Background: an optimization exercise with open tools, aiming at small area, a short achievable clock period and few clock cycles per item. Do not read the settings as production practice. The RTL was checked by simulation tests, not by an equivalence proof against the original design. Power figures rest on the tool's default switching activity, not on a simulated workload.

$ cat flow/config.mk
export PLATFORM = sky130hd
export DESIGN_NAME = chk_channel
export DESIGN_NICKNAME = chk_channel
export VERILOG_FILES = /design/flow/design.v
export SDC_FILE = /design/flow/constraint.sdc
export NUM_CORES = 4
export LEC_CHECK = 0
export CAP_MARGIN = 20
export CORE_MARGIN = 2
export CORE_UTILIZATION = 60
export PLACE_DENSITY = 0.75
export SLEW_MARGIN = 30
$ cat flow/constraint.sdc
create_clock -name core_clock -period 20.0 [get_ports {clk}]
set_input_delay 4.0000 -clock core_clock [delete_from_list [all_inputs] [get_ports {clk}]]
set_output_delay 4.0000 -clock core_clock [all_outputs]
set_load 0.01 [all_outputs]
$ cat flow/design.v
module chk_channel (
    input  wire        clk,
    input  wire        rst,
    input  wire        req_valid,
    output wire        req_ready,
    input  wire        req_write,
    input  wire [9:0]  req_addr,      
    input  wire [31:0] req_wdata,
    input  wire [3:0]  req_src,       
    output reg         resp_valid,
    output reg  [1:0]  resp_status,
    output reg  [31:0] resp_rdata
);
    localparam [1:0] ST_OK    = 2'd0;
    localparam [1:0] ST_RANGE = 2'd1;
    localparam [1:0] ST_BUSY  = 2'd2;
    localparam [1:0] CS_NONE     = 2'd0;
    localparam [1:0] CS_OPEN     = 2'd1;
    localparam [1:0] CS_COMPLETE = 2'd2;
    localparam [1:0] CS_INVALID  = 2'd3;
    localparam [9:0] A_POLY    = 10'h040;
    localparam [9:0] A_CFG     = 10'h041;
    localparam [9:0] A_INIT    = 10'h042;
    localparam [9:0] A_LEN     = 10'h043;
    localparam [9:0] A_CONTEXT = 10'h044;
    localparam [9:0] A_START   = 10'h045;
    localparam [9:0] A_FEED_B  = 10'h048;
    localparam [9:0] A_FEED_H  = 10'h049;
    localparam [9:0] A_FEED_W  = 10'h04A;
    localparam [9:0] A_RESULT  = 10'h04C;
    localparam [9:0] A_STATUS  = 10'h04D;
    localparam [9:0] A_HALF    = 10'h07C;
    localparam [9:0] A_INTRAW  = 10'h07D;
    localparam [9:0] A_INVAL   = 10'h07E;
    localparam [9:0] A_DRAIN   = 10'h07F;
    localparam [31:0] RST_POLY = 32'h1EDC_6F41;
    localparam [31:0] RST_MU   = 32'h1F91_CAF6;    
    localparam integer MU_STEPS = 4;
    localparam integer MU_CYC   = 32 / MU_STEPS;
    reg [31:0] poly;
    reg [5:0]  width;
    reg        refin, refout, finv;
    reg [31:0] init;
    reg [15:0] len;
    reg [31:0] context_w;
    reg        drain;
    reg [31:0] poly_al;       
    reg [31:0] init_al;       
    reg [31:0] mu;            
    reg        mu_ok;
    reg        mu_run;
    reg [31:0] mu_x;
    reg [2:0]  mu_cnt;
    reg [1:0]  cstate;
    reg        read_f;
    reg        reject_f;
    reg [3:0]  starter;
    reg [15:0] count;
    reg [15:0] rem;           
    reg        len_nz;        
    reg [31:0] crc;           
    reg [5:0]  run_width;     
    reg        run_refout, run_finv;
    reg [39:0] cnt_comp;
    reg [47:0] cnt_bytes;
    reg [39:0] cnt_rej;
    reg [39:0] cnt_aband;
    reg [39:0] cnt_inval;
    reg [4:0]  half;
    reg [3:0]  int_raw;
    reg [31:0] snap_lo [0:4];
    reg [4:0]  snap_v;
    reg        rdy;
    reg        hold;          
    reg        rst_q;         
    reg        r_v;
    reg [31:0] r_d;
    reg [3:0]  r_s;
    reg        r_crc;         
    reg        w_poly, w_cfg, w_init, w_len, w_ctx, w_start, w_feed;
    reg        w_half, w_intraw, w_inval, w_drain;
    reg        f_b, f_h;      
    reg        k0, k8, k16;   
    reg        k_fold;        
    reg        k32;           
    reg        c_start;       
    reg        q_poly, q_cfg, q_init, q_len, q_ctx, q_result, q_status;
    reg        q_half, q_intraw, q_drain, q_cnt;
    reg [2:0]  cnt_idx;
    reg        cnt_hi;
    assign req_ready = rdy;
    wire accept = req_valid && rdy;
    function [31:0] width_mask;
        input [5:0] w;
        begin
            width_mask = (w >= 6'd32) ? 32'hFFFF_FFFF : ((32'd1 << w) - 32'd1);
        end
    endfunction
    function [31:0] rev32;
        input [31:0] v;
        integer i;
        begin
            for (i = 0; i < 32; i = i + 1) rev32[i] = v[31-i];
        end
    endfunction
    function [31:0] rev_bytes;
        input [31:0] v;
        integer i;
        begin
            for (i = 0; i < 32; i = i + 1) rev_bytes[i] = v[(i & ~7) + 7 - (i & 7)];
        end
    endfunction
    function [39:0] inc40;
        input [39:0] v;
        reg   [4:0]  g;
        reg          c, t;
        integer b, i, j;
        begin
            for (b = 0; b < 5; b = b + 1) g[b] = &v[8*b +: 8];
            for (b = 0; b < 5; b = b + 1) begin
                c = 1'b1;
                for (j = 0; j < b; j = j + 1) c = c & g[j];
                for (i = 0; i < 8; i = i + 1) begin
                    t = c;
                    for (j = 0; j < i; j = j + 1) t = t & v[8*b + j];
                    inc40[8*b + i] = v[8*b + i] ^ t;
                end
            end
        end
    endfunction
    function [31:0] crc_word;
        input [31:0] v;
        input [31:0] m;
        input [31:0] p;
        reg   [31:0] q;
        integer i, j;
        begin
            q = v;
            for (j = 0; j < 31; j = j + 1)
                for (i = j + 1; i < 32; i = i + 1)
                    q[j] = q[j] ^ (v[i] & m[32+j-i]);
            crc_word = 32'd0;
            for (j = 0; j < 32; j = j + 1)
                for (i = 0; i <= j; i = i + 1)
                    crc_word[j] = crc_word[j] ^ (q[i] & p[j-i]);
        end
    endfunction
    wire        a_feed    = (req_addr[9:2] == 8'h12) && (req_addr[1:0] != 2'd3);
    wire        a_cnt     = (req_addr >= 10'h080) && (req_addr <= 10'h089);
    wire        in_crc    = req_write && ((req_addr == A_START && req_wdata[1]) || a_feed);
    wire [31:0] in_feed_al = (req_addr[1:0] == 2'd0) ? {req_wdata[7:0], 24'd0} :
                             (req_addr[1:0] == 2'd1) ? {req_wdata[15:0], 16'd0} : req_wdata;
    wire [31:0] in_feed_d  = refin ? rev_bytes(in_feed_al) : in_feed_al;
    wire        stall     = r_v && r_crc && !mu_ok;
    wire        exec      = r_v && !stall;
    wire        is_open   = (cstate == CS_OPEN);
    wire [2:0]  feed_n    = {!f_b && !f_h, f_h, f_b};
    wire [16:0] count_sum = {1'b0, count} + {14'd0, feed_n};
    wire        rem_lt    = f_b ? (rem == 16'd0) :
                            f_h ? (rem[15:1] == 15'd0) : (rem[15:2] == 14'd0);
    wire        rem_eq    = f_b ? (rem == 16'd1) :
                            f_h ? (rem == 16'd2) : (rem == 16'd4);
    wire        feed_rej  = !is_open || (len_nz && rem_lt);
    wire        feed_done = len_nz && rem_eq;
    wire [15:0] count_new = count_sum[16] ? 16'hFFFF : count_sum[15:0];
    wire [3:0]  bytes_lo  = {1'b0, cnt_bytes[2:0]} + {1'b0, feed_n};
    wire [44:0] bytes_inc;
    wire        bytes_cy  = bytes_lo[3] && (&cnt_bytes[46:3]);    
    assign bytes_inc[39:0]  = inc40(cnt_bytes[42:3]);
    assign bytes_inc[44:40] = cnt_bytes[47:43] + {4'd0, &cnt_bytes[42:3]};
    wire [47:0] bytes_new = {bytes_lo[3] ? bytes_inc : cnt_bytes[47:3], bytes_lo[2:0]};
    wire        do_start  = exec && w_start && !drain;
    wire        do_feed   = exec && w_feed && !drain && !feed_rej;
    wire        do_rej    = exec && w_feed && !drain && feed_rej;
    wire        do_inval  = exec && w_inval && r_d[0] && is_open;
    reg         over_w;
    integer     b;
    always @(*) begin
        over_w = 1'b0;
        for (b = 8; b < 32; b = b + 1)
            if (r_d[b] && width <= b) over_w = 1'b1;
    end
    wire        poly_bad  = is_open || over_w || !r_d[0];
    wire        cfg_bad   = is_open || r_d[5:0] < 6'd8 || r_d[5:0] > 6'd32;
    wire        init_bad  = is_open || over_w;
    wire        in_fold_rf = (exec && w_cfg && !cfg_bad) ? r_d[8] : refin;
    wire [31:0] in_fold_c  = (exec && w_ctx) ? r_d : context_w;
    wire [31:0] in_fold_d  = in_fold_rf ? rev_bytes(in_fold_c) : in_fold_c;
    wire [31:0] din       = r_d;
    wire [31:0] cbase     = c_start ? init_al : crc;
    wire [31:0] cu        = cbase ^ din;
    wire [31:0] cv        = ({32{k32}} & cu) |
                            ({32{k16}} & {16'd0, cu[31:16]}) |
                            ({32{k8}}  & {24'd0, cu[31:24]});
    wire [31:0] cpass     = ({32{k0}}  & cu) |
                            ({32{k16}} & {cu[15:0], 16'd0}) |
                            ({32{k8}}  & {cu[23:0], 8'd0});
    wire [31:0] crc_next  = crc_word(cv, mu, poly_al) ^ cpass;
    wire [5:0]  run_shift  = 6'd32 - run_width;
    wire [31:0] raw_result = run_refout ? rev32(crc) : (crc >> run_shift);
    wire [31:0] result     = run_finv ? (raw_result ^ width_mask(run_width)) : raw_result;
    wire [31:0] status_word = {count, 8'd0, starter, reject_f, read_f, cstate};
    wire [5:0]  al_w     = w_cfg ? r_d[5:0] : width;
    wire [63:0] al_poly_w = {(w_cfg ? poly : r_d), 32'd0} >> al_w;
    wire [63:0] al_init_w = {(w_cfg ? init : r_d), 32'd0} >> al_w;
    wire [31:0] al_poly  = al_poly_w[31:0];
    wire [31:0] al_init  = al_init_w[31:0];
    reg  [47:0] cnt_live;
    always @(*) begin
        case (cnt_idx)
            3'd0:    cnt_live = {8'd0, cnt_comp};
            3'd1:    cnt_live = cnt_bytes;
            3'd2:    cnt_live = {8'd0, cnt_rej};
            3'd3:    cnt_live = {8'd0, cnt_aband};
            default: cnt_live = {8'd0, cnt_inval};
        endcase
    end
    wire [31:0] cnt_rd = cnt_hi ? {16'd0, cnt_live[47:32]} :
                         (snap_v[cnt_idx] ? snap_lo[cnt_idx] : cnt_live[31:0]);
    wire [31:0] rdata = ({32{q_poly}}   & poly) |
                        ({32{q_cfg}}    & {21'd0, finv, refout, refin, 2'd0, width}) |
                        ({32{q_init}}   & init) |
                        ({32{q_len}}    & {16'd0, len}) |
                        ({32{q_ctx}}    & context_w) |
                        ({32{q_result && (cstate == CS_COMPLETE || is_open)}} & result) |
                        ({32{q_status}} & status_word) |
                        ({32{q_half}}   & {27'd0, half}) |
                        ({32{q_intraw}} & {28'd0, int_raw}) |
                        ({32{q_drain}}  & {31'd0, drain}) |
                        ({32{q_cnt}}    & cnt_rd);
    wire [1:0]  status = ((w_start || w_feed) && drain) ? ST_BUSY :
                         ((w_poly && poly_bad) || (w_cfg && cfg_bad) ||
                          (w_init && init_bad) || (w_len && is_open) ||
                          (w_feed && feed_rej)) ? ST_RANGE : ST_OK;
    wire        mu_restart = exec && (w_poly || w_cfg);
    wire        mu_done    = mu_run && mu_cnt == MU_CYC - 1;
    wire        mu_ok_next = mu_restart ? 1'b0 : (mu_ok || mu_done);
    reg  [31:0] mu_xs;
    reg  [MU_STEPS-1:0] mu_q;
    integer s;
    always @(*) begin
        mu_xs = (mu_cnt == 3'd0) ? poly_al : mu_x;
        for (s = MU_STEPS - 1; s >= 0; s = s - 1) begin
            mu_q[s] = mu_xs[31];
            mu_xs   = {mu_xs[30:0], 1'b0} ^ (mu_xs[31] ? poly_al : 32'd0);
        end
    end
    wire rv_next   = accept || (r_v && !exec);
    wire rcrc_next = accept ? in_crc : r_crc;
    always @(posedge clk) begin
        rst_q <= rst;
        if (rst) begin
            rdy   <= 1'b1;
            hold  <= 1'b0;
            r_v   <= 1'b0;
            r_crc <= 1'b0;
        end else begin
            rdy   <= !(rv_next && rcrc_next && !mu_ok_next);
            hold  <= rv_next && rcrc_next && !mu_ok_next;
            r_v   <= rv_next;
            r_crc <= rcrc_next;
        end
        if (!hold) begin
            r_d      <= (req_addr[3] && !req_addr[2]) ? in_feed_d :
                        (!req_addr[3] && req_addr[2] && req_addr[0]) ?
                            (req_wdata[1] ? in_fold_d : 32'd0) : req_wdata;
            k32      <= req_addr == A_FEED_W || (req_addr == A_START && req_wdata[1]);
            r_s      <= req_src;
            w_poly   <= req_write && req_addr == A_POLY;
            w_cfg    <= req_write && req_addr == A_CFG;
            w_init   <= req_write && req_addr == A_INIT;
            w_len    <= req_write && req_addr == A_LEN;
            w_ctx    <= req_write && req_addr == A_CONTEXT;
            w_start  <= req_write && req_addr == A_START && req_wdata[0];
            w_feed   <= req_write && a_feed;
            w_half   <= req_write && req_addr == A_HALF;
            w_intraw <= req_write && req_addr == A_INTRAW;
            w_inval  <= req_write && req_addr == A_INVAL;
            w_drain  <= req_write && req_addr == A_DRAIN;
            f_b      <= req_addr[1:0] == 2'd0;
            f_h      <= req_addr[1:0] == 2'd1;
            k0       <= req_addr == A_START && !req_wdata[1];
            c_start  <= req_addr == A_START;
            k_fold   <= req_addr == A_START && req_wdata[1];
            k8       <= req_addr == A_FEED_B;
            k16      <= req_addr == A_FEED_H;
            q_poly   <= !req_write && req_addr == A_POLY;
            q_cfg    <= !req_write && req_addr == A_CFG;
            q_init   <= !req_write && req_addr == A_INIT;
            q_len    <= !req_write && req_addr == A_LEN;
            q_ctx    <= !req_write && req_addr == A_CONTEXT;
            q_result <= !req_write && req_addr == A_RESULT;
            q_status <= !req_write && req_addr == A_STATUS;
            q_half   <= !req_write && req_addr == A_HALF;
            q_intraw <= !req_write && req_addr == A_INTRAW;
            q_drain  <= !req_write && req_addr == A_DRAIN;
            q_cnt    <= !req_write && a_cnt;
            cnt_idx  <= req_addr[3:1];
            cnt_hi   <= !req_addr[0];
        end
    end
    always @(posedge clk) begin
        if (rst_q)
            mu <= RST_MU;
        if (rst) begin
            mu_ok  <= 1'b1;
            mu_run <= 1'b0;
            mu_cnt <= 3'd0;
        end else if (mu_restart) begin
            mu_ok  <= 1'b0;
            mu_run <= 1'b1;
            mu_cnt <= 3'd0;
        end else if (mu_run) begin
            if (!rst_q) mu <= {mu[31-MU_STEPS:0], mu_q};
            mu_cnt <= mu_cnt + 3'd1;
            if (mu_done) begin
                mu_run <= 1'b0;
                mu_ok  <= 1'b1;
            end
        end
        if (mu_run)
            mu_x <= mu_xs;
    end
    always @(posedge clk) begin
        if (rst)
            resp_valid <= 1'b0;
        else
            resp_valid <= exec;
        resp_status <= status;
        resp_rdata  <= rdata;
        if (do_start || do_feed)
            crc <= crc_next;
        if (do_start) begin
            run_width  <= width;
            run_refout <= refout;
            run_finv   <= finv;
        end
        if (exec && q_cnt && cnt_hi)
            snap_lo[cnt_idx] <= cnt_live[31:0];
        if (rst_q) begin
            poly        <= RST_POLY;
            width       <= 6'd32;
            refin       <= 1'b1;
            refout      <= 1'b1;
            finv        <= 1'b1;
            init        <= 32'hFFFF_FFFF;
            poly_al     <= RST_POLY;
            init_al     <= 32'hFFFF_FFFF;
            len         <= 16'd0;
            len_nz      <= 1'b0;
            context_w   <= 32'd0;
            drain       <= 1'b0;
            cstate      <= CS_NONE;
            read_f      <= 1'b0;
            reject_f    <= 1'b0;
            starter     <= 4'd0;
            count       <= 16'd0;
            cnt_comp    <= 40'd0;
            cnt_bytes   <= 48'd0;
            cnt_rej     <= 40'd0;
            cnt_aband   <= 40'd0;
            cnt_inval   <= 40'd0;
            half        <= 5'd0;
            int_raw     <= 4'd0;
            snap_v      <= 5'd0;
        end else begin
            if (exec && w_poly && !poly_bad) begin
                poly    <= r_d;
                poly_al <= al_poly;
            end
            if (exec && w_cfg && !cfg_bad) begin
                width   <= r_d[5:0];
                refin   <= r_d[8];
                refout  <= r_d[9];
                finv    <= r_d[10];
                poly_al <= al_poly;
                init_al <= al_init;
            end
            if (exec && w_init && !init_bad) begin
                init    <= r_d;
                init_al <= al_init;
            end
            if (exec && w_len && !is_open) begin
                len    <= r_d[15:0];
                len_nz <= r_d[15:0] != 16'd0;
            end
            if (exec && w_ctx)
                context_w <= r_d;
            if (exec && w_drain)
                drain <= r_d[0];
            if (do_start) begin
                cstate     <= CS_OPEN;
                count      <= 16'd0;
                rem        <= len;
                read_f     <= 1'b0;
                reject_f   <= 1'b0;
                starter    <= r_s;
            end
            if (do_feed) begin
                count <= count_new;
                rem   <= rem - {13'd0, feed_n};
                if (feed_done)
                    cstate <= CS_COMPLETE;
            end
            if (do_rej)
                reject_f <= 1'b1;
            if (do_inval)
                cstate <= CS_INVALID;
            if (exec && q_result) begin
                if (cstate == CS_COMPLETE)
                    read_f <= 1'b1;
                else if (is_open && len == 16'd0) begin
                    cstate <= CS_COMPLETE;
                    read_f <= 1'b1;
                end
            end
            if (do_start) begin
                cnt_comp <= inc40(cnt_comp);
                if (is_open) cnt_aband <= inc40(cnt_aband);
            end
            if (do_feed)
                cnt_bytes <= bytes_new;
            if (do_rej)
                cnt_rej <= inc40(cnt_rej);
            if (do_inval)
                cnt_inval <= inc40(cnt_inval);
            half    <= (exec && w_half)   ? (half & ~r_d[4:0])    : half;
            int_raw <= (exec && w_intraw) ? (int_raw & ~r_d[3:0]) : int_raw;
            if (do_start && !cnt_comp[39] && cnt_comp[38:0] == {39{1'b1}}) begin
                half[0]    <= 1'b1;
                int_raw[3] <= 1'b1;
            end
            if (do_start && is_open && !cnt_aband[39] && cnt_aband[38:0] == {39{1'b1}}) begin
                half[3]    <= 1'b1;
                int_raw[3] <= 1'b1;
            end
            if (do_feed && !cnt_bytes[47] && bytes_cy) begin
                half[1]    <= 1'b1;
                int_raw[3] <= 1'b1;
            end
            if (do_rej) begin
                int_raw[1] <= 1'b1;
                if (!cnt_rej[39] && cnt_rej[38:0] == {39{1'b1}}) begin
                    half[2]    <= 1'b1;
                    int_raw[3] <= 1'b1;
                end
            end
            if (do_inval) begin
                int_raw[2] <= 1'b1;
                if (!cnt_inval[39] && cnt_inval[38:0] == {39{1'b1}}) begin
                    half[4]    <= 1'b1;
                    int_raw[3] <= 1'b1;
                end
            end
            if (((do_feed && feed_done) ||
                 (exec && q_result && is_open && len == 16'd0)) && !starter[3])
                int_raw[0] <= 1'b1;
            if (exec && q_cnt && cnt_hi)
                snap_v[cnt_idx] <= 1'b1;
        end
    end
endmodule
$ cat flow/flow/run.sh
#!/bin/bash
# Layout flow: the standard flow (standard.sh: standard synthesis, floorplan, placement,
# CTS, routing, finish), unchanged except that ORFS's repair_timing is asked for more setup
# slack than the clock period needs, so that it sizes and buffers the critical paths.
# The SDC, clock period and all other settings are the standard flow's.
set -euo pipefail
export SETUP_SLACK_MARGIN=14.5
bash standard.sh > standard.log 2>&1
$ cat flow/standard.sh
#!/bin/bash
# synth_recipe.tcl (not shown) runs the flow's synth.tcl, then flattens the netlist and writes it again
# the make line also repeats each setting of config.mk as NAME=value (left out here)
make -C /OpenROAD-flow-scripts/flow DESIGN_CONFIG=/design/flow/config.mk WORK_HOME=/design/flow/orfs CLKGATE_MAP_FILE= SYNTH_SCRIPT=/design/flow/synth_recipe.tcl "${@:-finish}"
==> metrics.yaml, run 1 <==
final_layout:
  fillers: 8561
  design_area_um2: 68630
  area_delta_synth_final_pct: 8.467
  utilization: 0.6539
  layout.cells.non_filler: 8582
  drive_above_1_share: 0.08163
  diodes: 0
  mostFrequentLayoutCells: "nand2_1, xnor2_1, nor2_1"
  final_common_cell: "nand2_1"
  fin_nets: 7367
die:
  initial_core_util: 0.6028
  rows: 119
  die_y_um: 328.8
  core-area_um2: 105000
  io-pin-count: 86
  die_w_um: 328.8
  die_area_um2: 108100
synth:
  syn-cell-area_um2: 63280
  ys_types: 81
  syn_area_per_cell_um2: 8.585
  ys_async_sr_fraction: 0
  syn-instance-count: 7371
  synth-main-ff-cell: "dfxtp_1"
  syn_nets: 7624
  synth_seq_cells: 830
  synth_edf_count: 317
  ys_seq_area_frac: 0.3127
  yosysWarnings: 1
global_route:
  grt_pass1_wl_um: 339300
  grt_pass1_vias: 53280
  grt_max_degree: 97
  antenna_found_initial: 7
  overflow: 0
  grt_usage: 0.4141
clock_tree:
  cts.htree.levels: 3
  clock_path_buffers: 3
  clkTransAtPathRegs_ns: 0.06
  clk_latency_ns: 0.71
  cts_buffers: 89
  root_buffer: "clkbuf_16"
  cts_tree: "built"
  cts.sinks: 830
timing:
  fmax_mhz: 184.3
  slew_headroom: 0.2835
  fin_setup_tns_ns: 0
  worst-slew-pin-transition_ns: 1.067
  final-hold-violation-count: 0
  fin_crit_ns: 5.426
  clock_skew_ns: 0.05213
  fin_crit_sh: 0.2713
  finalSetupViolations: 0
  rsz0062_at_grt: "true"
  drv_slew: 0
setup_path:
  r2r_start: "r_d[24]$_DFFE_PN_"
  cp_slowest_cell: "edfxtp_1"
  crit_arrival_ns: 5.85
  reg2reg_depth: 13
  critPathRequiredTime_ns: 20.43
  worstSetupEndpointType: "flip-flop"
  critical_path.max_fanout: 24
  critPathMaxStageDelay_ns: 0.85
  crit_top_cell: "xnor3_1"
  reg2reg_setup_slack_ns: 14.57
  cp_cell_sequence: "inv_1 > xnor2_2 > buf_4 > a211oi_1 > o21ai_0 > xnor3_1 > xnor3_2 > nand2_1 > xor2_1 > xnor3_1 > xnor3_1 > xnor3_1 > xnor3_1"
  rr_endpoint: "crc[25]$_DFFE_PN_"
  critPathLaunchType: "flip-flop"
  crit_type: "reg -> reg"
pwr:
  p_leak_uw: 0.02547
  irDropWorstVdd_uv: 94.35
  power_density_nw_per_um2: 58.82
  power_uw: 4037
drt:
  drt_iter0_markers: 8076
  dr.pass1.iters: 9
  viasPerCell: 6.601
  wl_per_cell_um: 26.64
  routed-via-count: 56650
  ant_nets: 0
  wirelength_um: 228600
  route.detailed.drc: 0
place:
  dpl.cell_count: 8403
  gp_congestion: 1.011
  dp_hpwl_um: 158400
  placed_cell_area_um2: 65120
  port_buffers: 85
outcome:
  status: "no timing/DRC/antenna violations"
worst_hold_path:
  hp-start: "mu[22]$_DFF_P_"
  hold_path_depth: 2
  holdPathEnd: "mu[22]$_DFF_P_"
  hold_path.class: "reg -> reg"
run:
  drv_cap: 0
==> state kept, by name, summed over array words and instances, names as in the netlist, 32 cells and up, named ones only <==
register,flops
r_d,32
snap_lo,160
cnt_bytes,48
cnt_rej,40
poly_al,32
mu_x,32
context_w,32
init,32
cnt_aband,40
init_al,32
poly,32
cnt_inval,40
mu,32
crc,32
resp_rdata,32
cnt_comp,40
==> metal layers <==
| metal | share of wire | vias to the layer above | GRT usage |
|---|---|---|---|
| li1 | - | 25060 | - |
| met1 | 0.36 | 26720 | 0.5212 |
| met2 | 0.44 | 3867 | 0.6341 |
| met3 | 0.11 | 997 | 0.07773 |
| met4 | 0.091 | 4 | 0.3092 |
| met5 | 0.00015 | - | 0 |
==> repair_timing <==
| action | CTS | global route |
|---|---|---|
| resized for setup | 54 | 22 |
| setup endpoints to repair | 93 | 26 |
| gates cloned | 0 | 0 |
| setup buffers | 3 | 5 |
| hold buffers | 0 | 0 |
| pin swaps | 2 | 2 |
==> through the flow <==
step           hold slack (ns)  setup slack (ns)
6_report                0.4604             14.57
5_1_grt                 0.4707             14.47
4_1_cts                 0.4554             14.36
3_5_place_dp            0.4470             13.29
3_3_place_gp            0.4415             13.15
2_1_floorplan           0.4064             14.55
==> worst max-delay path by stage <==
| stage | from | endpoint | slack [ns] | cells after the start |
|---|---|---|---|---|
| after floorplan | req_addr[0] | r_d[29]$_DFFE_PN_ | 14.55 | 6 |
| after global placement | req_addr[3] | r_d[1]$_DFFE_PN_ | 13.15 | 6 |
| after detailed placement | req_addr[0] | r_d[9]$_DFFE_PN_ | 13.29 | 8 |
| after CTS | c_start$_DFFE_PN_ | crc[25]$_DFFE_PN_ | 14.36 | 14 |
| after global routing | k32$_DFFE_PN_ | crc[25]$_DFFE_PN_ | 14.47 | 15 |
| final | r_d[24]$_DFFE_PN_ | crc[25]$_DFFE_PN_ | 14.57 | 13 |
==> critical path, delay by kind of cell, from the launching register on <==
| family | cells | cell delay (ns) |
|---|---|---|
| AO/OA/AOI/OAI | 2 | 0.37 |
| XOR/XNOR | 8 | 3.00 |
| buffers and inverters | 2 | 0.76 |
| flip-flops | 1 | 0.85 |
| AND/OR/NAND/NOR | 1 | 0.14 |
==> logic make-up after synthesis <==
logic type | after synthesis | synth area share
simple gates | 2669 | 0.1730
buf+inv | 694 | 0.04293
fa+ha+maj | 203 | 0.04050
compound gates | 1250 | 0.1247
mux | 616 | 0.1216
flops | 830 | 0.3127
xor+xnor | 1109 | 0.1846
==> report_power, final <==
part | switching [µW] | internal, µW | leakage [µW]
Combinational | 249 | 150 | 0.0167
Clock | 746 | 1090 | 0.00159
Sequential | 35.5 | 1770 | 0.00717
==> synthesized netlist by cell type (30+ instances only) <==
master,instances,share of area
nor2_1,616,0.037
mux2_2,30,0.0053
nand3_1,94,0.0074
a222oi_1,34,0.0054
a31oi_1,46,0.0045
clkbuf_1,494,0.029
dfxtp_1,513,0.16
nand2b_1,45,0.0044
o2111ai_1,33,0.0046
inv_1,64,0.0038
xor2_1,239,0.033
nand2_1,1624,0.096
a211oi_1,61,0.0072
xnor3_1,136,0.048
edfxtp_1,317,0.15
o22ai_1,59,0.0058
buf_1,76,0.0045
nor2b_1,30,0.0030
mux2i_1,462,0.073
buf_2,50,0.0040
ha_1,200,0.040
nor3_1,87,0.0069
a22oi_1,201,0.024
xnor2_1,725,0.10
a21oi_1,375,0.030
mux4_2,112,0.040
o211ai_1,36,0.0043
a221oi_1,41,0.0057
o21ai_0,274,0.022
nand4_1,58,0.0057
==> area by class of cell <==
| class | instances | area, µm² | area share |
|---|---|---|---|
| Clock buffer | 122 | 2557 | 0.03726 |
| Clock inverter | 46 | 713.2 | 0.01039 |
| Inverter | 66 | 250.2 | 0.003646 |
| Multi-Input combinational cell | 5847 | 41180 | 0.5999 |
| Sequential cell | 830 | 19800 | 0.2885 |
| Tap cell | 1391 | 1740 | 0.02536 |
| Timing Repair Buffer | 280 | 2397 | 0.03493 |
Testbench counts, summed over its fixed seeds: cycles 13,660, bytes 39,606.
==> run 2: changes to the inputs <==
--- a/flow/design.v
+++ b/flow/design.v
@@ -47,3 +47,2 @@
     reg [31:0] poly_al;       
-    reg [31:0] init_al;       
     reg [31:0] mu;            
@@ -51,3 +50,2 @@
     reg        mu_run;
-    reg [31:0] mu_x;
     reg [2:0]  mu_cnt;
@@ -188,5 +186,8 @@
     wire [31:0] in_fold_d  = in_fold_rf ? rev_bytes(in_fold_c) : in_fold_c;
+    wire [31:0] in_init    = (exec && w_init && !init_bad) ? r_d : init;
+    wire [5:0]  in_w       = (exec && w_cfg && !cfg_bad) ? r_d[5:0] : width;
+    wire [63:0] in_init_w  = {in_init, 32'd0} >> in_w;
+    wire [31:0] in_start_d = in_init_w[31:0] ^ (req_wdata[1] ? in_fold_d : 32'd0);
     wire [31:0] din       = r_d;
-    wire [31:0] cbase     = c_start ? init_al : crc;
-    wire [31:0] cu        = cbase ^ din;
+    wire [31:0] cu        = (c_start ? 32'd0 : crc) ^ din;
     wire [31:0] cv        = ({32{k32}} & cu) |
@@ -204,5 +205,3 @@
     wire [63:0] al_poly_w = {(w_cfg ? poly : r_d), 32'd0} >> al_w;
-    wire [63:0] al_init_w = {(w_cfg ? init : r_d), 32'd0} >> al_w;
     wire [31:0] al_poly  = al_poly_w[31:0];
-    wire [31:0] al_init  = al_init_w[31:0];
     reg  [47:0] cnt_live;
@@ -237,10 +236,17 @@
     wire        mu_ok_next = mu_restart ? 1'b0 : (mu_ok || mu_done);
-    reg  [31:0] mu_xs;
-    reg  [MU_STEPS-1:0] mu_q;
-    integer s;
+    reg  [MU_STEPS-1:0] mu_q;      
+    reg  [MU_STEPS-1:0] nq;
+    reg                 acc;
+    integer s, d;
     always @(*) begin
-        mu_xs = (mu_cnt == 3'd0) ? poly_al : mu_x;
-        for (s = MU_STEPS - 1; s >= 0; s = s - 1) begin
-            mu_q[s] = mu_xs[31];
-            mu_xs   = {mu_xs[30:0], 1'b0} ^ (mu_xs[31] ? poly_al : 32'd0);
+        for (s = 0; s < MU_STEPS; s = s + 1) begin
+            acc = poly_al[31 - MU_STEPS * mu_cnt - s];
+            for (d = 1; d < 32; d = d + 1) begin
+                if (d <= s)
+                    acc = acc ^ (nq[s-d] & poly_al[32-d]);
+                else
+                    acc = acc ^ (mu[d-s-1] & poly_al[32-d]);
+            end
+            nq[s] = acc;
+            mu_q[MU_STEPS-1-s] = acc;
         end
@@ -265,3 +271,3 @@
                         (!req_addr[3] && req_addr[2] && req_addr[0]) ?
-                            (req_wdata[1] ? in_fold_d : 32'd0) : req_wdata;
+                            in_start_d : req_wdata;
             k32      <= req_addr == A_FEED_W || (req_addr == A_START && req_wdata[1]);
@@ -309,2 +315,3 @@
         end else if (mu_restart) begin
+            if (!rst_q) mu <= 32'd0;
             mu_ok  <= 1'b0;
@@ -320,4 +327,2 @@
         end
-        if (mu_run)
-            mu_x <= mu_xs;
     end
@@ -347,3 +352,2 @@
             poly_al     <= RST_POLY;
-            init_al     <= 32'hFFFF_FFFF;
             len         <= 16'd0;
@@ -376,3 +380,2 @@
                 poly_al <= al_poly;
-                init_al <= al_init;
             end
@@ -380,3 +383,2 @@
                 init    <= r_d;
-                init_al <= al_init;
             end
==> run 2 against run 1 <==
Compared with the run above: design area shrank 3.1%; via count grew 3.0%; worst hold slack gained 0.0054 ns; maximum frequency shrank 0.89%; sequential share of layout area shrank 1.5 points; largest power group unchanged; clock-buffer cell count shrank 14; combinational power shrank 23%.
==> metrics.yaml, run 2 <==
setup_path:
  r2r_start: "c_start$_DFFE_PN_"
  rr_endpoint: "crc[29]$_DFFE_PN_"
  crit_arrival_ns: 1.48  # -4.37 ns
  reg2reg_setup_slack_ns: 14.57  # about the same
  critPathLaunchType: "flip-flop"
  crit_start: "rdy$_SDFF_PP1_"
  cp_cell_sequence: "dlygate4sd2_1"
  critPathRequiredTime_ns: 16.00  # -4.43 ns
  critical_path.max_fanout: 2  # -92%
  critPathMaxStageDelay_ns: 0.45  # -0.40 ns
  crit_buf_inv: 1  # -1
  worstSetupEndpointType: "output pin"
  cp_slowest_cell: "dfxtp_2"
  reg2reg_depth: 15  # +2
  crit_family: "flip-flops"
  crit_type: "reg -> out"
place:
  dpl_worst_slack_ns: 13.20  # -0.09800 ns
  gp_congestion: 0.9978  # -1.3%
  port_buffers: 85  # unchanged
  dpl.cell_count: 8647  # +2.9%
  dp_hpwl_um: 152200  # -3.9%
synth:
  yosys-top-cells-area: "dfxtp_1, edfxtp_1, xnor2_1"
  syn-cell-area_um2: 61560  # -2.7%
  syn_nets: 7887  # +3.4%
  yosysWarnings: 1  # unchanged
  syn-instance-count: 7635  # +3.6%
  yosys.area.top_type: "dfxtp_1"
  synth_seq_cells: 766  # -7.7%
  synth_edf_count: 285  # -10%
  ys_async_sr_fraction: 0  # unchanged
  synth_top_cell_area_share: 0.1564  # -0.005890
  synth_common_cells: "nand2_1, xnor2_1, dfxtp_1, clkbuf_1, a21oi_1"
  synth-main-ff-cell: "dfxtp_1"
  syn_area_per_cell_um2: 8.063  # -6.1%
  yosysMostFrequentCell: "nand2_1"
  ys_types: 84  # +3.7%
  ys_seq_area_frac: 0.2954  # -0.01731
timing:
  fmax_mhz: 182.6  # -0.89%
  finalHoldWorstSlack_ns: 0.4657  # +0.005351 ns
  fin_setup_tns_ns: 0  # unchanged
  rsz0062_at_grt: "false"
  clock_skew_ns: 0.05063  # -0.001498 ns
  worst-slew-pin-transition_ns: 1.109  # +0.04227 ns
  final-hold-violation-count: 0  # unchanged
  slew_headroom: 0.2598  # -0.02372
  finalSetupViolations: 0  # unchanged
  fin_crit_ns: 5.475  # +0.04890 ns
  setup_ws_ns: 14.52  # -0.04890 ns
  drv_slew: 0  # unchanged
  fin_crit_sh: 0.2738  # +0.002445
die:
  rows: 117  # -1.7%
  io-pin-count: 86  # unchanged
  die_y_um: 324.3  # -1.3%
  core-area_um2: 101700  # -3.1%
  initial_core_util: 0.6051  # +0.002291
  die_w_um: 324.3  # -1.3%
  die_area_um2: 105200  # -2.7%
final_layout:
  layout.cells.non_filler: 8823  # +2.8%
  final_common_cell: "nand2_1"
  area_delta_synth_final_pct: 7.999
  drive_above_1_share: 0.07475  # -0.006885
  fillers: 8532  # -0.34%
  mostFrequentLayoutCells: "nand2_1, xnor2_1, dfxtp_1"
  fin_nets: 7631  # +3.6%
  largest_registers: "snap_lo: 160 flops, cnt_bytes: 48 flops"
  largest_register_ffs: 160  # unchanged
  regMostFlops: "snap_lo"
global_route:
  grt_pass1_vias: 53820  # +1.0%
  grt_max_degree: 191  # +97%
  grt-busiest-layer: "met2"
  grt_usage: 0.4127  # -0.001421
  antenna_found_initial: 7  # unchanged
  met2_usage: 0.6108  # -0.02335
  gr-usage-met3: 0.09783  # +0.02010
  grt_pass1_wl_um: 336700  # -0.76%
  met1_usage: 0.5507  # +0.02946
  overflow: 0  # unchanged
drt:
  wl_per_cell_um: 25.56  # -4.0%
  viasPerCell: 6.615  # +0.21%
  drt_iter0_markers: 9680  # +20%
  route.detailed.drc: 0  # unchanged
  dr.pass1.iters: 12  # +3
  routed-via-count: 58370  # +3.0%
  wirelength_um: 225500  # -1.3%
  ant_nets: 0  # unchanged
outcome:
  status: "no timing/DRC/antenna violations"
pwr:
  power_density_nw_per_um2: 54.38  # -7.5%
  p_leak_uw: 0.02421  # -4.9%
  power_uw: 3616  # -10%
  irDropWorstVdd_uv: 68.53  # -27%
worst_hold_path:
  hp-start: "int_raw[2]$_SDFFE_PP0P_"
  hold_path.class: "reg -> reg"
  hold_path_depth: 2  # unchanged
  holdPathEnd: "int_raw[2]$_SDFFE_PP0P_"
run:
  drv_cap: 0  # unchanged
clock_tree:
  cts_tree: "built"
  clk_latency_ns: 0.71  # about the same
  clock_path_buffers: 3  # unchanged
  cts.htree.levels: 3  # unchanged
  clkTransAtPathRegs_ns: 0.06  # about the same
  cts.sinks: 766  # -7.7%
  root_buffer: "clkbuf_16"
  cts_buffers: 85  # -4.5%
## run 2: repair_timing
| action | in CTS | in global routing |
|---|---|---|
| hold buffers | 0 | 0 |
| pin swaps | 1 | 5 |
| setup buffers | 4 | 7 |
| resized for setup | 48 | 25 |
| setup endpoints to repair | 70 | 45 |
## run 2: final cells by class
class,count,area [µm²],area share
sequential,766,18200,0.2737
tap,1368,1712,0.02574
timing repair buffer,299,2496,0.03754
clock inverter,52,654.4,0.009842
inverter,58,219.0,0.003293
antenna,3,7.507,0.0001129
clock buffer,108,2296,0.03453
multi-input combinational,6169,40900,0.6152
## run 2: kinds of logic (layout without fill, tap and decap cells)
logic type	count (synthesis)	count (layout)	synth area share
mux	415	415	0.08662
fa+ha+maj	204	204	0.04174
buf+inv	700	517	0.04481
flops	766	766	0.2954
simple gates	2973	2973	0.2040
other cells	0	3	0
compound gates	1332	1332	0.1370
xor+xnor	1245	1245	0.1904
## run 2: how the worst max path moves through the flow
| stage | to | cells past startpoint |
|---|---|---|
| after floorplan | r_d[9]$_DFFE_PN_ | 7 |
| after global placement | r_d[9]$_DFFE_PN_ | 8 |
| after detailed placement | r_d[9]$_DFFE_PN_ | 8 |
| after CTS | rdy$_SDFF_PP1_ | 10 |
| after global routing | crc[29]$_DFFE_PN_ | 15 |
| final | req_ready | 1 |
## run 2: power by group
group	internal [µW]	total, µW	leakage [µW]	switching, µW
Sequential	1620	1640	0.00660	14.5
Clock	946	1670	0.00144	725
Combinational	108	306	0.0162	198
## run 2: metal layers
layer  up-vias  wire length, µm
met1     27380            83130
met2      4368            94980
met4         6            15860
met3       975            31530
met5         -               34
li1      25640                -
## run 2: stage by stage
step           cell area, µm²  utilization
2_1_floorplan           61590            -
5_1_grt                 66480       0.6534
3_5_place_dp            63370       0.6228
3_3_place_gp            63280       0.6220
4_1_cts                 66320       0.6519
6_report                66490       0.6535
Testbench counts of run 2, summed over its fixed seeds: cycles 13,660, bytes 39,606.
==> run 3: changes to the inputs <==
--- a/flow/design.v
+++ b/flow/design.v
@@ -70,3 +70,3 @@
     reg [4:0]  snap_v;
-    reg        rdy;
+    reg        rdy;           
     reg        hold;          
@@ -89,3 +89,3 @@
     assign req_ready = rdy;
-    wire accept = req_valid && rdy;
+    wire accept = req_valid && !hold;
     function [31:0] width_mask;
--- a/flow/flow/run.sh
+++ b/flow/flow/run.sh
@@ -6,3 +6,3 @@
 set -euo pipefail
-export SETUP_SLACK_MARGIN=14.5
+export SETUP_SLACK_MARGIN=15
 bash standard.sh > standard.log 2>&1
==> run 3 against run 2 <==
Compared with the run above: still clean; global-route usage is 0.57 points higher; total power shrank 0.31%; critical endpoint unchanged; largest cell class unchanged; non-clock buffer count increased by 48; sequential cell count is the same; clock power fell by 3%; largest power group is now registers; worst hold slack worse by 0.0091 ns.
==> metrics.yaml, run 3 <==
drt:
  routed-via-count: 58650  # +0.48%
  route.detailed.drc: 0  # unchanged
  wl_per_cell_um: 25.99  # +1.7%
  drt_iter0_markers: 10040  # +3.7%
  ant_nets: 0  # unchanged
  wirelength_um: 229700  # +1.9%
  dr.pass1.iters: 10  # -2
  viasPerCell: 6.635  # +0.30%
timing:
  worst-slew-pin-transition_ns: 1.088  # -0.02091 ns
  fin_setup_tns_ns: 0  # unchanged
  finalSetupViolations: 0  # unchanged
  fin_crit_sh: 0.2578  # -0.01594
  drv_slew: 0  # unchanged
  clock_skew_ns: 0.06083  # +0.01020 ns
  slew_headroom: 0.2737  # +0.01396
  fin_crit_ns: 5.157  # -0.3187 ns
  fmax_mhz: 193.9  # +6.2%
  rsz0062_at_grt: "true"
  final-hold-violation-count: 0  # unchanged
run:
  drv_cap: 0  # unchanged
synth:
  ys_async_sr_fraction: 0  # unchanged
  synth_top_cell_area_share: 0.1562  # -0.0001746
  synth_top_family_by_area: "simple AND/OR/NAND/NOR gates"
  synth-compound-area-share: 0.1351  # -0.001878
  yosysWarnings: 1  # unchanged
  syn_nets: 7860  # -0.34%
  synth-main-ff-cell: "dfxtp_1"
  synth_simple_gate_area_frac: 0.2082  # +0.004117
  yosys-top-cells-area: "dfxtp_1, edfxtp_1, nand2_1"
  syn-cell-area_um2: 61630  # +0.11%
  muxShareOfSynthArea: 0.08541  # -0.001213
  syn_area_per_cell_um2: 8.101  # +0.47%
  synthXorXnorAreaFrac: 0.1897  # -0.0006795
  synth_common_cells: "nand2_1, xnor2_1, dfxtp_1, clkbuf_1, a21oi_1"
  syn-instance-count: 7608  # -0.35%
  synth_edf_count: 285  # unchanged
  synth_fa_ha_area_frac: 0.04137  # -0.0003714
  ys_types: 90  # +7.1%
  ys_seq_area_frac: 0.2951  # -0.0003299
  yosysMostFrequentCell: "nand2_1"
  synth_seq_cells: 766  # unchanged
  yosys.area.top_type: "dfxtp_1"
setup_path:
  r2r_start: "r_d[1]$_DFFE_PN_"
  crit_family: "flip-flops"
  critPathLaunchType: "flip-flop"
  crit_arrival_ns: 1.16  # -0.32 ns
  rr_endpoint: "r_d[6]$_DFFE_PN_"
  reg2reg_depth: 19  # +4
  reg2reg_setup_slack_ns: 14.99  # +0.42 ns
  crit_buf_inv: 1  # unchanged
  critical_path.max_fanout: 1  # -1
  critPathRequiredTime_ns: 16.00  # about the same
  cp_cell_sequence: "buf_6"
  worstSetupEndpointType: "output pin"
  critPathMaxStageDelay_ns: 0.36  # -0.09 ns
  crit_type: "reg -> out"
  cp_slowest_cell: "dfxtp_2"
final_layout:
  fillers: 8453  # -0.93%
  largest_register_ffs: 160  # unchanged
  largest_registers: "snap_lo: 160 flops, cnt_bytes: 48 flops"
  mostFrequentLayoutCells: "nand2_1, xnor2_1, dfxtp_1"
  layout.cells.non_filler: 8839  # +0.18%
  final_common_cell: "nand2_1"
  regMostFlops: "snap_lo"
  area_delta_synth_final_pct: 9.872
  register_area_um2: 18240  # +0.20%
  multi_input_area_um2: 41460  # +1.4%
  fin_nets: 7650  # +0.25%
  drive_above_1_share: 0.1039  # +0.02919
  design_area_um2: 67720  # +1.8%
global_route:
  grt_usage: 0.4184  # +0.005750
  antenna_found_initial: 8  # +1
  grt_pass1_vias: 53170  # -1.2%
  grt_max_degree: 173  # -9.4%
  overflow: 0  # unchanged
  grt_pass1_wl_um: 340700  # +1.2%
place:
  dp_hpwl_um: 155800  # +2.4%
  dpl.cell_count: 8604  # -0.50%
  gp_congestion: 1.023  # +2.5%
  port_buffers: 85  # unchanged
  placed_cell_area_um2: 63330  # about the same
clock_tree:
  root_buffer: "clkbuf_16"
  cts_tree: "built"
  cts.htree.levels: 3  # unchanged
  clkTransAtPathRegs_ns: 0.06  # about the same
  clock_path_buffers: 3  # unchanged
  cts.sinks: 766  # unchanged
  cts_buffers: 84  # -1.2%
  clk_latency_ns: 0.70  # about the same
pwr:
  irDropWorstVdd_uv: 74.99  # +9.4%
  p_leak_uw: 0.02459  # +1.5%
  power_density_nw_per_um2: 53.23  # -2.1%
die:
  core-area_um2: 101900  # +0.14%
  initial_core_util: 0.6049  # about the same
  die_y_um: 324.5  # about the same
  io-pin-count: 86  # unchanged
  die_area_um2: 105300  # +0.11%
  rows: 117  # unchanged
  die_w_um: 324.5  # about the same
worst_hold_path:
  hp-start: "int_raw[2]$_SDFFE_PP0P_"
  hold_path.class: "reg -> reg"
  hold_path_depth: 2  # unchanged
  holdPathEnd: "int_raw[2]$_SDFFE_PP0P_"
outcome:
  status: "no timing/DRC/antenna violations"
-- run 3: changes by cell type after synthesis, sizes merged, moves of 24 or more --
cell,change
a21oi,-24
mux2i,-44
nand2,+87
nor2,-44
nor3,-30
xnor2,-43
-- run 3: how the worst max path moves through the flow --
| stage | start | end | depth (start not counted) |
|---|---|---|---|
| global placement | req_addr[0] | r_d[17]$_DFFE_PN_ | 7 |
| global route | rdy$_SDFF_PP1_ | req_ready | 1 |
| floorplan | req_addr[1] | r_d[17]$_DFFE_PN_ | 9 |
| detailed placement | req_addr[0] | r_d[17]$_DFFE_PN_ | 7 |
| CTS | rdy$_SDFF_PP1_ | req_ready | 1 |
| finish | rdy$_SDFF_PP1_ | req_ready | 1 |
-- run 3: logic make-up after synthesis --
family,after synthesis
DFF,766
muxes,384
xor gates and xnor gates,1230
and+or+nand+nor,3021
adders and majority gates,202
AOI/OAI and AO/OA,1306
buffers and inverters,699
-- run 3: routing by layer --
layer,track usage,vias to the layer above,share of wire
met1,0.5590,27640,0.37
met5,0.001812,-,0.00018
li1,-,25660,-
met3,0.09202,991,0.13
met4,0.2408,6,0.075
met2,0.6250,4347,0.43
-- run 3: stage by stage --
stage               hold WS [ns]  utilization  setup WS, ns  total power [µW]
finish                    0.4567       0.6646         14.84              3605
global route              0.4704       0.6645         14.82              3673
CTS                       0.4560       0.6553         14.81              3574
detailed placement        0.4482       0.6216         13.34              1974
global placement          0.4416       0.6211         13.35              1971
floorplan                 0.4064            -         14.63              1859
-- run 3: power by group --
group | switching [µW] | internal [µW]
logic | 217 | 124
registers | 17.6 | 1620
clock network | 686 | 936
total | 920 | 2680
-- run 3: cell type report --
class / count / share of cell area
Clock inverter: 36 / 0.006338
Timing Repair Buffer: 347 / 0.04730
Antenna cell: 5 / 0.0001848
Clock buffer: 118 / 0.03599
Tap cell: 1368 / 0.02528
Multi-Input combinational cell: 6143 / 0.6123
Inverter: 56 / 0.003344
Sequential cell: 766 / 0.2693
-- run 3: repair_timing --
| item | CTS | global route |
|---|---|---|
| pin swaps | 11 | 20 |
| setup buffers | 15 | 52 |
| gates resized for setup | 289 | 118 |
| hold buffers | 0 | 0 |
| setup endpoints to repair | 145 | 105 |
| cloned | 4 | 3 |
Testbench counts of run 3, summed over its fixed seeds: cycles 13,660, bytes 39,606.

==> re-timing with driven ports <==
The flow's constraints put no driver on any port. The routed layouts listed below were extracted and timed again, unchanged, in two steps. Step 1 assumes that a clkbuf_16 drives the clock port and a buf_2 every other input. Step 2 also shifts input and output timing later by t, the mid clock arrival at the registers, as if the neighbouring blocks saw the same clock. Slacks: ideal ports / drivers / drivers and shift; pairs: ideal ports / drivers.
| run | shift t [ns] | slack for setup (ns) | worst hold slack (ns) | worst setup path after step 2 | slew at the worst register clock pin (ns) |
|---|---|---|---|---|---|
| run 1 | 0.752 | 14.574 / 14.560 / 13.937 | 0.460 / 0.460 / 0.460 | input to register | 0.07 / 0.07 |
| run 2 | 0.762 | 14.525 / 14.444 / 13.930 | 0.466 / 0.466 / 0.466 | input to register | 0.08 / 0.08 |
| run 3 | 0.750 | 14.843 / 14.766 / 14.332 | 0.457 / 0.457 / 0.457 | input to register | 0.07 / 0.07 |
After both steps setup and hold are still met in every run listed. The setup slack of run 1, which loses most, moves by -0.014 ns with the drivers and by -0.637 ns with both steps.
